What follows belongs to an exercise in optimizing a design on an open flow for small area, a short achievable clock period and few clock cycles; a production flow would make more cautious choices. In this exercise RTL edits were held to simulation tests only and were not proved equivalent to the original.

==> flow/design.v (excerpt) <==
module lin_engine (
    input  wire         clk,
    input  wire         rst,
    input  wire         start,
    input  wire [23:0]  code,
    input  wire [2:0]   rng,
    input  wire         general,
    input  wire         poly,
    input  wire [3:0]   nx,
    input  wire [1:0]   nt,
    input  wire [31:0]  temp,
    input  wire         temp_old,
    input  wire [767:0] coef,
    input  wire [31:0]  xmin,
    input  wire [31:0]  xmax,
    input  wire [31:0]  tmin,
    input  wire [31:0]  tmax,
    output reg          done,
    output wire [31:0]  y,
    output wire         extrap,
    output wire         nonfin
);
Settings: LEC_CHECK=0, ABC_AREA=1, CAP_MARGIN=20, CORE_MARGIN=2, CORE_UTILIZATION=40, SLEW_MARGIN=20; clock period 30.0 ns.
standard.sh (not shown) runs the stock make flow with config.mk's settings and CLKGATE_MAP_FILE= SYNTH_SCRIPT=/design/flow/synth_recipe.tcl, a recipe that flattens the netlist after the stock synthesis.
==> flow/flow/run.sh <==
#!/bin/bash
# The standard layout, except that the port buffers are the smallest
# buffer cell (sky130_fd_sc_hd__buf_1) instead of the delay buffer that
# buffer_ports picks by default. Every port still gets its own buffer.
set -euo pipefail
bash standard.sh "BUFFER_PORTS_ARGS=-buffer_cell sky130_fd_sc_hd__buf_1" finish \
    > standard_flow.log 2>&1
Testbench counts at the start, summed over its fixed seeds: cycles 6,783.
Then changed:
--- a/flow/design.v
+++ b/flow/design.v
@@ -69,17 +69,18 @@
     end
     wire       pow2 = !general || (rng == 3'd2);
     wire [2:0] fsk  = general ? 3'd0 : ({1'b0, rng[1:0]} + 3'd1);
     wire        code_neg = code[23];
     wire [23:0] code_inv;
     lin_ksadd #(.W(24)) u_cneg (.a(~code), .b(24'd0), .cin(1'b1), .s(code_inv));
     wire [23:0] code_mag = code_neg ? code_inv : code;
-    wire [23:0] code_oc = code ^ {24{code_neg}};
-    wire [4:0]  code_lz;
-    lin_lzc28 u_clz (.x({code_oc, 4'b1111}), .z(code_lz));
+    wire [4:0]  code_lzp, code_lzn;
+    lin_lzc28 u_clzp (.x({code, 4'b1111}), .z(code_lzp));
+    lin_lzc28 u_clzn (.x({~code, 4'b1111}), .z(code_lzn));
+    wire [4:0]  code_lz = code_neg ? code_lzn : code_lzp;
     wire        code_p2 = code_neg && ((~code[23:1] & code[22:0]) == 23'd0);
     wire [23:0] code_norm = code_p2 ? 24'h80_0000 : (code_mag << code_lz);
     wire [7:0]  code_e  = (code_p2 ? 8'd151 : 8'd150) - {3'd0, code_lz};
     wire        code_z = (code == 24'd0);
     wire [31:0] code_f = code_z ? 32'd0
                        : {code_neg, code_e, code_norm[22:0]};
     wire [31:0] code_p = code_z ? 32'd0
@@ -1575,16 +1576,16 @@
     assign all1 = &x;
 endmodule
 module lin_align (
     input  wire [23:0] m,
     input  wire [7:0]  d,
     output wire [26:0] z
 );
-    wire [4:0]  dc = (d > 8'd27) ? 5'd27 : d[4:0];
-    wire [26:0] r  = {m, 3'b000} >> dc;
+    wire        big = (d[7:5] != 3'd0);
+    wire [26:0] r  = ({m, 3'b000} >> d[4:0]) & {27{~big}};
     wire [23:0] mr;
     genvar i;
     generate
         for (i = 0; i < 24; i = i + 1) begin : g_rev
             assign mr[i] = m[23 - i];
         end
     endgenerate
Wire length rose by 0.78%.
Worst hold slack improves by 3.1 ps.
Design area is higher by 1.0%.
First-iteration DRC count came out lower by 10%.
Synthesized cell count goes up by 3.0%.
Die area grows by 1.0%.
Worst setup slack gets better by 800 ps.
Critical path depth came out lower by 33.
Testbench counts after the change, summed over its fixed seeds: cycles 6,783.

--- another note on this design; it stands on its own ---

## lin_engine
module lin_engine (
    input  wire         clk,
    input  wire         rst,
    input  wire         start,
    input  wire [23:0]  code,
    input  wire [2:0]   rng,
    input  wire         general,
    input  wire         poly,
    input  wire [3:0]   nx,
    input  wire [1:0]   nt,
    input  wire [31:0]  temp,
    input  wire         temp_old,
    input  wire [767:0] coef,
    input  wire [31:0]  xmin,
    input  wire [31:0]  xmax,
    input  wire [31:0]  tmin,
    input  wire [31:0]  tmax,
    output reg          done,
    output wire [31:0]  y,
    output wire         extrap,
    output wire         nonfin
);
export LEC_CHECK = 0
export ABC_AREA = 1
export CAP_MARGIN = 20
export CORE_MARGIN = 2
export CORE_UTILIZATION = 40
export SLEW_MARGIN = 20
create_clock -name core_clock -period 30.0 [get_ports {clk}]
standard.sh (not shown) runs the stock make flow with config.mk's settings and CLKGATE_MAP_FILE= SYNTH_SCRIPT=/design/flow/synth_recipe.tcl, a recipe that flattens the netlist after the stock synthesis.
==> flow/flow/run.sh <==
#!/bin/bash
# The standard layout, except that the port buffers are the smallest
# buffer cell (sky130_fd_sc_hd__buf_1) instead of the delay buffer that
# buffer_ports picks by default. Every port still gets its own buffer.
set -euo pipefail
bash standard.sh "BUFFER_PORTS_ARGS=-buffer_cell sky130_fd_sc_hd__buf_1" finish \
    > standard_flow.log 2>&1
Testbench counts at the start, summed over its fixed seeds: cycles 7,007.
Change:
==> flow/run.sh (new file) <==
#!/bin/bash
# synth_recipe.tcl (not shown) runs the flow's synth.tcl, then flattens the netlist and writes it again
# the make line also repeats each setting of config.mk as NAME=value (left out here)
make -C /OpenROAD-flow-scripts/flow DESIGN_CONFIG=/design/flow/config.mk WORK_HOME=/design/flow/orfs CLKGATE_MAP_FILE= SYNTH_SCRIPT=/design/flow/synth_recipe.tcl finish
removed: flow/flow/run.sh
removed: flow/standard.sh
Outcome:
- first-iteration DRC count is higher by about 4%
- routed wire length is lower by 0.90%
- cell count stays flat
- global-route usage is lower by 0.29 points
- clock-buffer cell count is lower by 3
- synthesized cell count stays the same
- core utilization is higher by 3.3 points
- area after synthesis does not change

-- static timing again, ports no longer ideal --
In the flow no input, the clock included, has a driving cell. The finished layouts below were timed again as built, in two steps. Step 1 (the two cells are an assumption about what drives the block):
set clk [get_ports {clk}]
set_driving_cell -lib_cell sky130_fd_sc_hd__clkbuf_16 $clk
set_driving_cell -lib_cell sky130_fd_sc_hd__buf_2 [delete_from_list [all_inputs] $clk]
Step 2 adds t to the input delays and takes it off the output delays; t is the mean of the earliest and latest rising clock arrival at the registers after step 1. Input paths then give back, and output paths get back, about the clock's delay inside the block. a / b / c = ideal / step 1 / step 2; a / b = the first two.
run | t, ns | setup WS [ns] | hold slack, ns
the first run of note 1 | 0.663 | 17.824 / 17.824 / 17.242 | 0.571 / 0.571 / 0.571
the second run of note 1 | 0.653 | 18.620 / 18.662 / 18.008 | 0.574 / 0.574 / 0.574
the first run of note 2 | 0.700 | 17.847 / 17.847 / 17.445 | 0.570 / 0.570 / 0.570
the second run of note 2 | 0.689 | 17.476 / 17.535 / 16.847 | 0.584 / 0.584 / 0.584
After both steps every run listed still meets setup and hold. The setup slack of the second run of note 2, which loses most, moves by +0.059 ns with the drivers and by -0.629 ns with both steps.
